Source: an optimization exercise on an open RTL-to-GDS flow (aim: small area, a short achievable clock period and few clock cycles per item). Production flows keep margins and buffers that such runs may drop. The RTL was checked by simulation tests, not by an equivalence proof against the original design.

==> flow/design.v (outline; a module is shown in full before it is edited, if it fits) <==
// module rs72_dec: 10136 lines
module rs72_dec (
  input  wire         clk,
  input  wire         rst,
  input  wire         in_valid,
  output wire         in_ready,
  input  wire [575:0] in_cw,
  input  wire         in_mode,
  output wire         out_valid,
  output wire [511:0] out_data,
  output wire [2:0]   out_nerr,
  output wire         out_fail
);
  // ...
==> flow/run.sh <==
#!/bin/bash
# synth_recipe.tcl (not shown) runs the flow's synth.tcl, then flattens the netlist and writes it again
# the make line also repeats each setting of config.mk as NAME=value (left out here)
make -C /OpenROAD-flow-scripts/flow DESIGN_CONFIG=/design/flow/config.mk WORK_HOME=/design/flow/orfs CLKGATE_MAP_FILE= SYNTH_SCRIPT=/design/flow/synth_recipe.tcl finish
==> flow/config.mk <==
export PLATFORM = sky130hd
export DESIGN_NAME = rs72_dec
export DESIGN_NICKNAME = rs72_dec
export VERILOG_FILES = /design/flow/design.v
export SDC_FILE = /design/flow/constraint.sdc
export NUM_CORES = 4
export LEC_CHECK = 0
export CAP_MARGIN = 20
export CORE_MARGIN = 2
export CORE_UTILIZATION = 30
export PLACE_DENSITY = 0.42
export SETUP_SLACK_MARGIN = 5
export SLEW_MARGIN = 20
==> flow/constraint.sdc <==
create_clock -name core_clock -period 10.0 [get_ports {clk}]
set_input_delay 2.0000 -clock core_clock [delete_from_list [all_inputs] [get_ports {clk}]]
set_output_delay 2.0000 -clock core_clock [all_outputs]
set_load 0.01 [all_outputs]
==> summary.txt, run 1 <==
Outcome = finished with violations
Layout check faults = max-capacitance violations, max-slew violations
Port bufs = 1096
Vias in the first global route = 226900
Metal3 WL = 223.5 mm
Hold slack = 0.2054 ns
CP Launch Point = r3_S[0][7]
Clk cell area share = 5.816%
Most frequent cells in the layout = xnor2_1 (9289), dfxtp_1 (5452), nand2_1 (3820)
Register Area = 112300 sq um
CP Capture Type = flip-flop
Maxcap violations = 2
Worst Skew = 0.1756 ns
Critical path's largest stage delay = 0.84 ns
Worst hold endpoint = r4_d[487]
Syn. warnings = 20
Die Y = 989.5 um
Final setup fails = 0
Worst slew pin tran = 1.538 ns
Critical Path Stages = 11
Largest delay contributor family on the critical path = XOR/XNOR gates
Adder-cell share of the synthesized area = 0.6682%
Number of non-clock buffers = 2879
Seq cells = 5598
Met2 wire len = 845.7 mm
Reg2reg path depth = 11
Fin cells = 46070
Largest net degree at the start of global routing = 65
Area leader, netlist = dfxtp_1
Sequential portion of the cell area = 31.48%
Grt total ovfl = 0
Leading cell kind = multi-input gates
Synth top area cells = dfxtp_1 (38%), xnor2_1 (29%), xor2_1 (8.0%)
Crit-path max FO = 24
Slew Viols, Final = 4
Testbench counts, summed over its fixed seeds: cycles 3,272, items 3,200.
==> inputs of run 2 (changes only) <==
--- a/flow/design.v
+++ b/flow/design.v
@@ -115,22 +115,24 @@
         4'hb: inv16 = 4'h5;
         4'hc: inv16 = 4'ha;
         4'hd: inv16 = 4'h4;
         4'he: inv16 = 4'h3;
         4'hf: inv16 = 4'h8;
       endcase
     end
   endfunction
-  function automatic [7:0] ginv(input [7:0] a);
-    reg [3:0] d, di;
+  function automatic [3:0] gnorm(input [7:0] a);
+    gnorm = mulL(sq16(a[7:4])) ^ m16(a[7:4], a[3:0]) ^ sq16(a[3:0]);
+  endfunction
+  function automatic [7:0] ginvn(input [7:0] a, input [3:0] d);
+    reg [3:0] di;
     begin
-      d  = mulL(sq16(a[7:4])) ^ m16(a[7:4], a[3:0]) ^ sq16(a[3:0]);
       di = inv16(d);
-      ginv = {m16(a[7:4], di), m16(a[7:4] ^ a[3:0], di)};
+      ginvn = {m16(a[7:4], di), m16(a[7:4] ^ a[3:0], di)};
     end
   endfunction
   reg [8:0] v;
   always @(posedge clk)
     if (rst) v <= 9'd0;
     else     v <= {v[7:0], in_valid};
   assign in_ready  = 1'b1;
   assign out_valid = v[8];
@@ -10016,51 +10018,55 @@
   assign c6_t08[4] = c6_t03[4] | r5_g[8][4] | (c6_t03[0] & r5_g[8][3]) | (c6_t03[1] & r5_g[8][2]) | (c6_t03[2] & r5_g[8][1]) | (c6_t03[3] & r5_g[8][0]);
   wire [4:0] c6_cnt;
   assign c6_cnt[0] = c6_t08[0] | c6_t47[0];
   assign c6_cnt[1] = c6_t08[1] | c6_t47[1] | (c6_t08[0] & c6_t47[0]);
   assign c6_cnt[2] = c6_t08[2] | c6_t47[2] | (c6_t08[0] & c6_t47[1]) | (c6_t08[1] & c6_t47[0]);
   assign c6_cnt[3] = c6_t08[3] | c6_t47[3] | (c6_t08[0] & c6_t47[2]) | (c6_t08[1] & c6_t47[1]) | (c6_t08[2] & c6_t47[0]);
   assign c6_cnt[4] = c6_t08[4] | c6_t47[4] | (c6_t08[0] & c6_t47[3]) | (c6_t08[1] & c6_t47[2]) | (c6_t08[2] & c6_t47[1]) | (c6_t08[3] & c6_t47[0]);
   wire [4:0] c6_nut = {1'b0, r5_nu == 3'd4, r5_nu >= 3'd3, r5_nu >= 3'd2, r5_nu != 3'd0};
+  wire [7:0] c6_den [0:3];
+  generate for (gp = 0; gp < 4; gp = gp + 1) begin : g_den
+    assign c6_den[gp] = r5_l1 ^ gm(r5_l3, r5_y2[gp]);
+  end endgenerate
   reg [511:0] r6_d;
   reg [7:0]   r6_y [0:3];
   reg [7:0]   r6_num [0:3];
   reg [7:0]   r6_den [0:3];
+  reg [3:0]   r6_dn [0:3];     
   reg [2:0]   r6_nu;
   reg         r6_f;
   always @(posedge clk) begin
     r6_d <= r5_d;
     for (i = 0; i < 4; i = i + 1) begin
       r6_y[i]   <= r5_y[i];
       r6_num[i] <= gred(gmu(r5_o[0], r5_yi[i]) ^ gmu(r5_o[2], r5_y[i]) ^ gmu(r5_o[3], r5_y2[i])) ^ r5_o[1];
-      r6_den[i] <= r5_l1 ^ gm(r5_l3, r5_y2[i]);
+      r6_den[i] <= c6_den[i];
+      r6_dn[i]  <= gnorm(c6_den[i]);
     end
     r6_nu <= r5_nu;
     r6_f  <= r5_f | (c6_cnt != c6_nut);
   end
   reg [511:0] r7_d;
   reg [7:0]   r7_y [0:3];
-  reg [7:0]   r7_num [0:3];
-  reg [7:0]   r7_inv [0:3];
+  reg [7:0]   r7_e [0:3];
   reg [2:0]   r7_nu;
   reg         r7_f;
   always @(posedge clk) begin
     r7_d <= r6_d;
     for (i = 0; i < 4; i = i + 1) begin
-      r7_y[i]   <= r6_y[i];
-      r7_num[i] <= r6_num[i];
-      r7_inv[i] <= ginv(r6_den[i]);
+      r7_y[i] <= r6_y[i];
+      r7_e[i] <= gm(r6_num[i], ginvn(r6_den[i], r6_dn[i]));
     end
     r7_nu <= r6_nu;
     r7_f  <= r6_f;
   end
   wire [7:0] c8_e [0:3];
   generate for (gp = 0; gp < 4; gp = gp + 1) begin : g_e
-    assign c8_e[gp] = tob(gm(r7_num[gp], r7_inv[gp]));
+    assign c8_e[gp] = tob(r7_e[gp]);
   end endgenerate
   wire [511:0] c8_x;
   assign c8_x[7:0] = ({8{r7_y[0] == 8'h5b}} & c8_e[0]) | ({8{r7_y[1] == 8'h5b}} & c8_e[1]) | ({8{r7_y[2] == 8'h5b}} & c8_e[2]) | ({8{r7_y[3] == 8'h5b}} & c8_e[3]);
   assign c8_x[15:8] = ({8{r7_y[0] == 8'h18}} & c8_e[0]) | ({8{r7_y[1] == 8'h18}} & c8_e[1]) | ({8{r7_y[2] == 8'h18}} & c8_e[2]) | ({8{r7_y[3] == 8'h18}} & c8_e[3]);
   assign c8_x[23:16] = ({8{r7_y[0] == 8'h9f}} & c8_e[0]) | ({8{r7_y[1] == 8'h9f}} & c8_e[1]) | ({8{r7_y[2] == 8'h9f}} & c8_e[2]) | ({8{r7_y[3] == 8'h9f}} & c8_e[3]);
   assign c8_x[31:24] = ({8{r7_y[0] == 8'h89}} & c8_e[0]) | ({8{r7_y[1] == 8'h89}} & c8_e[1]) | ({8{r7_y[2] == 8'h89}} & c8_e[2]) | ({8{r7_y[3] == 8'h89}} & c8_e[3]);
   assign c8_x[39:32] = ({8{r7_y[0] == 8'hef}} & c8_e[0]) | ({8{r7_y[1] == 8'hef}} & c8_e[1]) | ({8{r7_y[2] == 8'hef}} & c8_e[2]) | ({8{r7_y[3] == 8'hef}} & c8_e[3]);
   assign c8_x[47:40] = ({8{r7_y[0] == 8'hb0}} & c8_e[0]) | ({8{r7_y[1] == 8'hb0}} & c8_e[1]) | ({8{r7_y[2] == 8'hb0}} & c8_e[2]) | ({8{r7_y[3] == 8'hb0}} & c8_e[3]);
==> flow/flow/run.sh (new file) <==
#!/bin/bash
set -euo pipefail
bash standard.sh SETUP_SLACK_MARGIN=6 finish > standard_flow.log 2>&1
==> flow/standard.sh (new file) <==
#!/bin/bash
# synth_recipe.tcl (not shown) runs the flow's synth.tcl, then flattens the netlist and writes it again
# the make line also repeats each setting of config.mk as NAME=value (left out here)
make -C /OpenROAD-flow-scripts/flow DESIGN_CONFIG=/design/flow/config.mk WORK_HOME=/design/flow/orfs CLKGATE_MAP_FILE= SYNTH_SCRIPT=/design/flow/synth_recipe.tcl "${@:-finish}"
==> flow/config.mk (replaced) <==
export PLATFORM = sky130hd
export DESIGN_NAME = rs72_dec
export DESIGN_NICKNAME = rs72_dec
export VERILOG_FILES = /design/flow/design.v
export SDC_FILE = /design/flow/constraint.sdc
export NUM_CORES = 4
export LEC_CHECK = 0
export CAP_MARGIN = 35
export CORE_MARGIN = 2
export CORE_UTILIZATION = 30
export PLACE_DENSITY = 0.42
export SLEW_MARGIN = 35
removed: flow/run.sh
==> summary.txt, run 2 <==
Metal1 wirelength = 903.6 mm
Avg WL per Cell = 45.33 um
Slew Viols, Final = 0 (-4)
Yosys top cell area share = 38.29%
Worst setup SP type = flip-flop
Max reg flops = 576
Setup CP Type = reg2reg
Fraction of layout instances using a drive strength above 1 = 22.60%
Fin Setup TNS = 0 ns
CP Capture Type = flip-flop
Met2 wire len = 861.5 mm (+1.9%)
Root Driver = clkbuf_16
Sink Count = 5582
Worst slew pin tran = 1.202 ns (-0.3360 ns)
Metal3 WL = 239.8 mm (+7.3%)
Avg Inst Size Synth = 9.648 sq um
Post-DRT Antenna Nets = 0
Drt total wl = 2174 mm
Most common cell in the synthesized netlist = xnor2_1
Hold crit path type = reg2reg
Crit-path max FO = 18 (-25%)
Clk buf depth = 5
Vias in the first global route = 232400 (+2.4%)
Port bufs = 1096 (unchanged)
Largest net degree at the start of global routing = 44 (-32%)
Highest Clock Rate = 0.2368 GHz
Worst Path Required = 11.02 ns
Final min period = 4.223 ns
GRT Util Overall = 42.57%
Grt total ovfl = 0 (unchanged)
CP Launch Point = r3_nu[3]
Most frequent cells in the layout = xnor2_1 (8327), dfxtp_1 (5065), nand2_1 (3832)
First-pass iteration count of the detailed router = 9
Die area = 980800 sq um
FF-to-FF Start = r3_nu[3]
Library cells used by synthesis = 105
Fin nets = 34010
Main synth FF type = dfxtp_1
Relative slew slack = 19.63%
Final WS setup = 5.777 ns
Worst Skew = 0.1585 ns (-0.01714 ns)
Reg2reg path depth = 16 (+5)
Initial DRC count = 38710
Ys async rst share = 0%
Hold path depth = 0
Syn nets = 30950
Area leader, netlist = dfxtp_1
DRC Markers = 0
Worst path arrival time = 5.25 ns
Number of flops mapped to enable cells by yosys = 0
DR top layer = met5
I/O pins = 1098
Maxcap violations = 0 (-2)
Final setup fails = 0 (unchanged)
Cell count after synthesis = 30250
First-pass GRT wire length = 2687 mm
Post-synth top cells = xnor2_1 (9757), dfxtp_1 (5582), nand2_1 (3878)
Detailed-route via count = 254400
#FFs+latches synth = 5582
Cell Area, Synth = 291900 sq um
Synth top area cells = dfxtp_1 (38%), xnor2_1 (29%), xor2_1 (7.6%)
Die Y = 990.4 um (about the same)
Syn. warnings = 20 (unchanged)
TritonCTS clock tree = built
Hold Buf Count CTS = 0
Hold_sp = r3_d[164]
DIE WIDTH = 990.4 um
Num CTS Buffers = 617
Final period utilization = 42.23%
DP HPWL = 1728 mm
Seq/Total Area, Yosys = 38.29%
RSZ-0062 raised after global routing = yes
Core ar. = 970600 sq um
GP Congestion = 1.128
Initial core utilization = 30.07%
Final hold vios = 0
Worst skew pair latency = 1.16 ns
Initial antenna violation count = 447
Area grow syn2layout = 34.74%
H-tree depth = 6
Place WS = 3.814 ns
Outcome = complete, no violations
Worst-path clk slew = 0.06 ns
Final-layout fill cell count = 95100
Vias/cell = 5.304
Largest reg by FF count = r0_cw
FP Rows = 362
Leading cell type in the layout, fill and taps excluded = xnor2_1
==> run 2: cell types whose count changed in the layout (fill, tap and decap cells not counted), moves of 151 or more <==
cell             previous run  this run
dlygate4sd2_1               0       364
buf_4                    1651      2215
xnor2_2                   515      1067
xor2_1                   2538      2125
buf_6                      70       281
buf_12                     24       335
dfxtp_1                  5452      5065
xnor2_1                  9289      8327
dfxtp_4                    10       230
diode_2                   556      1265
clkdlybuf4s50_1          1096       700
xnor2_4                   123       500
dfxtp_2                   136       287
==> run 2: worst paths after layout <==
kind | to | slack [ns]
min | r4_d[164] | 0.21
max | r4_z[50] | 5.78
max reg2reg | r4_z[50] | 5.78
min reg2reg | r4_d[164] | 0.21
==> run 2: area by class of cell <==
| type | count | area (sq um) | share of cell area [%] |
|---|---|---|---|
| antenna | 1265 | 3166 | 0.8049 |
| tap | 12920 | 16170 | 4.111 |
| clock inverter | 248 | 3098 | 0.7878 |
| inverter | 187 | 757.0 | 0.1925 |
| clock buffer | 835 | 17500 | 4.449 |
| sequential | 5582 | 113000 | 28.73 |
| timing repair buffer | 4151 | 40350 | 10.26 |
| multi-input combinational | 22770 | 199300 | 50.67 |
==> run 2: per-layer routing <==
layer / vias to the layer above / GRT usage (%)
met5: - / 0.1263
met4: 108 / 26.81
met3: 4199 / 12.83
met2: 17450 / 59.39
met1: 128700 / 56.95
li1: 104000 / -
==> run 2: what timing repair did <==
action | 4_1_cts | 5_1_grt
endpoints found under the setup margin | 717 | 216
buffers inserted | 756 | 526
gates cloned | 13 | 4
resized for setup | 3646 | 1100
pin swaps | 487 | 420
==> run 2: critical path: stages, from the launching register on <==
cell and delay (ns):
dfxtp_2 0.34, buf_12 0.16, a222oi_1 0.33, buf_4 0.21, buf_4 0.13, a21oi_1 0.10, a21oi_4 0.21, buf_12 0.16
buf_6 0.25, xnor2_4 0.16, buf_12 0.23, xnor2_2 0.09, buf_6 0.20, xnor2_1 0.46, nand3_1 0.24, nor3_4 0.55
buf_8 0.24
==> run 2: cell families after synthesis <==
logic type	synth area share [%]
AOI/OAI and AO/OA	4.529
muxes	0.4205
xor gates and xnor gates	42.54
adders and majority gates	0.6430
other	0.001285
DFF	38.29
buffers and inverters	2.548
and+or+nand+nor	11.03
==> run 2: stage by stage <==
step                      instances  hold WS [ns]  area (sq um)  util [%]
after floorplan               30250        0.3096        291900         -
after global placement        44200        0.3095        330100     34.00
after detailed placement      44310        0.3120        334200     34.43
after CTS                     46160        0.2277        379400     39.09
after global routing          47670        0.2352        392500     40.44
final                         47960        0.2091        393300     40.52
Testbench counts of run 2, summed over its fixed seeds: cycles 3,272, items 3,200.
==> inputs of run 3 (changes only) <==
==> flow/run.sh (new file) <==
#!/bin/bash
# synth_recipe.tcl (not shown) runs the flow's synth.tcl, then flattens the netlist and writes it again
# the make line also repeats each setting of config.mk as NAME=value (left out here)
make -C /OpenROAD-flow-scripts/flow DESIGN_CONFIG=/design/flow/config.mk WORK_HOME=/design/flow/orfs CLKGATE_MAP_FILE= SYNTH_SCRIPT=/design/flow/synth_recipe.tcl finish
--- a/flow/config.mk
+++ b/flow/config.mk
@@ -9,4 +9,5 @@
 export CORE_MARGIN = 2
 export CORE_UTILIZATION = 30
 export PLACE_DENSITY = 0.42
+export SETUP_SLACK_MARGIN = 5
 export SLEW_MARGIN = 35
removed: flow/flow/run.sh
removed: flow/standard.sh
==> summary.txt, run 3 <==
Outcome = finished with violations
Layout check faults = antenna violations
Hold crit path type = reg2reg
First-pass GRT wire length = 2670 mm (-0.62%)
First-pass iteration count of the detailed router = 10 (+1)
Metal1 wirelength = 912.7 mm (+1.0%)
Worst slew pin tran = 1.235 ns (+0.03316 ns)
Seq/Total Area, Yosys = 38.29% (unchanged)
Cell count after synthesis = 30250 (unchanged)
Worst Path Required = 10.92 ns (-0.10 ns)
Most used cell, CP = xnor2_1
Metal3 WL = 227.3 mm (-5.2%)
DP HPWL = 1740 mm (+0.68%)
GRT Util Overall = 42.36% (-0.21 points)
Fin nets = 32780 (-3.6%)
Largest delay contributor family on the critical path = XOR/XNOR gates
I/O pins = 1098 (unchanged)
Initial core utilization = 30.07% (unchanged)
TritonCTS clock tree = built
Port bufs = 1096 (unchanged)
Setup CP Type = reg2reg
Leading cell type in the layout, fill and taps excluded = xnor2_1
GP Congestion = 1.131 (+0.19%)
Detailed-route via count = 248000 (-2.5%)
Num CTS Buffers = 611 (-0.97%)
Worst path arrival time = 6.21 ns (+0.96 ns)
FP Rows = 362 (unchanged)
Core ar. = 970600 sq um (unchanged)
Critical path, cell by cell = a22oi_1 -> nand2_2 -> buf_4 -> buf_4 -> xnor2_1 -> xnor2_1 -> xnor2_1 -> xnor2_1 -> xnor2_1 -> nand4_1 -> nor3_2
Die area = 980800 sq um (unchanged)
Initial DRC count = 38320 (-1.0%)
Final min period = 5.291 ns (+1.067 ns)
Syn nets = 30950 (unchanged)
Vias in the first global route = 226600 (-2.5%)
RSZ-0062 raised after global routing = yes
Post-synth top cells = xnor2_1 (9757), dfxtp_1 (5582), nand2_1 (3878)
Slew Viols, Final = 0 (unchanged)
Post-DRT Antenna Nets = 1 (+1)
Root Driver = clkbuf_16
Critical path's largest stage delay = 0.70 ns (+0.15 ns)
Final setup fails = 0 (unchanged)
Most frequent cells in the layout = xnor2_1 (9078), dfxtp_1 (5348), nand2_1 (3855)
Met2 wire len = 864.0 mm (+0.29%)
Highest Clock Rate = 0.1890 GHz (-20%)
Die Y = 990.4 um (unchanged)
Ys async rst share = 0% (unchanged)
Fin Setup TNS = 0 ns (unchanged)
Main synth FF type = dfxtp_1
Drt total wl = 2160 mm (-0.66%)
Largest net degree at the start of global routing = 46 (+4.5%)
Area leader, netlist = dfxtp_1
Area grow syn2layout = 23.78%
Vias/cell = 5.336 (+0.59%)
Library cells used by synthesis = 105 (unchanged)
Largest reg by FF count = r0_cw
Synth top area cells = dfxtp_1 (38%), xnor2_1 (29%), xor2_1 (7.6%)
Worst setup SP type = flip-flop
Worst Skew = 0.1575 ns (-0.0009560 ns)
Sink Count = 5582 (unchanged)
Final period utilization = 52.91% (+11 points)
H-tree depth = 6 (unchanged)
DRC Markers = 0 (unchanged)
Most common cell in the synthesized netlist = xnor2_1
Max reg flops = 576 (unchanged)
Final hold vios = 0 (unchanged)
Yosys top cell area share = 38.29% (unchanged)
Fraction of layout instances using a drive strength above 1 = 14.12% (-8.5 points)
DR top layer = met5
Clk buf depth = 5 (unchanged)
Final-layout fill cell count = 97460 (+2.5%)
Syn. warnings = 20 (unchanged)
Worst-path clk slew = 0.07 ns (about the same)
Worst skew pair latency = 1.15 ns (about the same)
Initial antenna violation count = 462 (+3.4%)
Number of flops mapped to enable cells by yosys = 0 (unchanged)
Avg WL per Cell = 46.46 um (+2.5%)
Critical Path Slowest Stage Cell = nor3_2
Avg Inst Size Synth = 9.648 sq um (unchanged)
CP Capture Type = flip-flop
Cell Area, Synth = 291900 sq um (unchanged)
#FFs+latches synth = 5582 (unchanged)
Relative slew slack = 17.67% (-2.0 points)
DIE WIDTH = 990.4 um (unchanged)
Grt total ovfl = 0 (unchanged)
WP buf/inv = 2 (-6)
Crit-path max FO = 23 (+5)
Maxcap violations = 0 (unchanged)
## run 3: cell counts after synthesis
Identical to the previous run, type by type.
## run 3: worst paths after layout
kind         slack, ns  depth (start not counted)   endpoint       from
max               4.71                         11    r4_z[1]   r3_nu[1]
min               0.24                          0  r4_d[143]  r3_d[143]
max reg2reg       4.71                         11    r4_z[1]   r3_nu[1]
min reg2reg       0.24                          0  r4_d[143]  r3_d[143]
## run 3: through the flow
step | instances | hold WS, ns | worst slack (ns) | cell area, sq um | util [%]
detailed placement | 44330 | 0.3121 | 3.453 | 334300 | 34.45
finish | 46480 | 0.2430 | 4.709 | 361300 | 37.22
CTS | 45460 | 0.2210 | 4.907 | 357300 | 36.81
global placement | 44250 | 0.3095 | 2.183 | 330400 | 34.04
global route | 46150 | 0.2276 | 4.797 | 360500 | 37.14
floorplan | 30250 | 0.3096 | 5.902 | 291900 | -
## run 3: worst register-to-register path, delay by kind of cell, from the launching register on
kind,cells,cell delay [ns]
and+or+nand+nor,3,1.19
xor gates and xnor gates,5,1.92
buffers and inverters,2,1.18
DFF,1,0.69
AOI/OAI and AO/OA,1,0.22
## run 3: kinds of logic (layout without fill, tap and decap cells)
kind of cell / Yosys count / count (layout) / synth area share (%)
adder cells (fa/ha/maj): 132 / 132 / 0.6430
multiplexers: 114 / 114 / 0.4205
flip-flops: 5582 / 5582 / 38.29
AO/OA/AOI/OAI: 1881 / 1881 / 4.529
XOR/XNOR: 13050 / 13050 / 42.54
other: 1 / 1003 / 0.001285
AND/OR/NAND/NOR: 7591 / 7591 / 11.03
buffers and inverters: 1897 / 4206 / 2.548
## run 3: routing by layer
layer  up-vias  GRT usage [%]
li1     101200              -
met1    126100          56.82
met2     16900          59.31
met3      3698          12.98
met4        92          25.40
met5         -         0.1408
## run 3: cell type report
| class | count | area, sq um | share of cell area, % |
|---|---|---|---|
| flip-flops and latches | 5582 | 112100 | 31.03 |
| diodes | 1002 | 2507 | 0.6940 |
| well taps | 12920 | 16170 | 4.475 |
| clock inverters | 240 | 3381 | 0.9358 |
| multi-input cells | 22770 | 183600 | 50.83 |
| inverters | 187 | 715.7 | 0.1981 |
| clock buffers | 849 | 17500 | 4.843 |
| repair buffers | 2930 | 25270 | 6.996 |
## run 3: repair_timing
item | 4_1_cts | 5_1_grt
buffers inserted | 35 | 18
gates resized for setup | 304 | 168
hold buffers | 0 | 0
setup endpoints to repair | 179 | 119
pin swaps | 18 | 13

## what the ideal ports hide
The flow's constraints put no driver on any port. The routed layouts listed below were extracted and timed again, unchanged, in two steps. Step 1 sets driving cells, clkbuf_16 on the clock port and buf_2 on the other inputs (assumed; they add their load-dependent delay and slew). Step 2, shift: input delay + t, output delay - t, t = (earliest + latest rising clock arrival at the registers) / 2. This alone moves slack from input paths to output paths. a / b / c = ideal ports / drivers / drivers and shift; a / b = the first two.
run	t (ns)	setup slack, ns	worst setup path after step 2	worst slew at a driven data input, ns	cell pins on the clock port's net
run 1	1.224	4.720 / 4.720 / 4.720	register to register	0.37	1
run 2	1.242	5.777 / 5.777 / 5.777	register to register	0.46	1
run 3	1.247	4.709 / 4.709 / 4.709	register to register	0.38	1
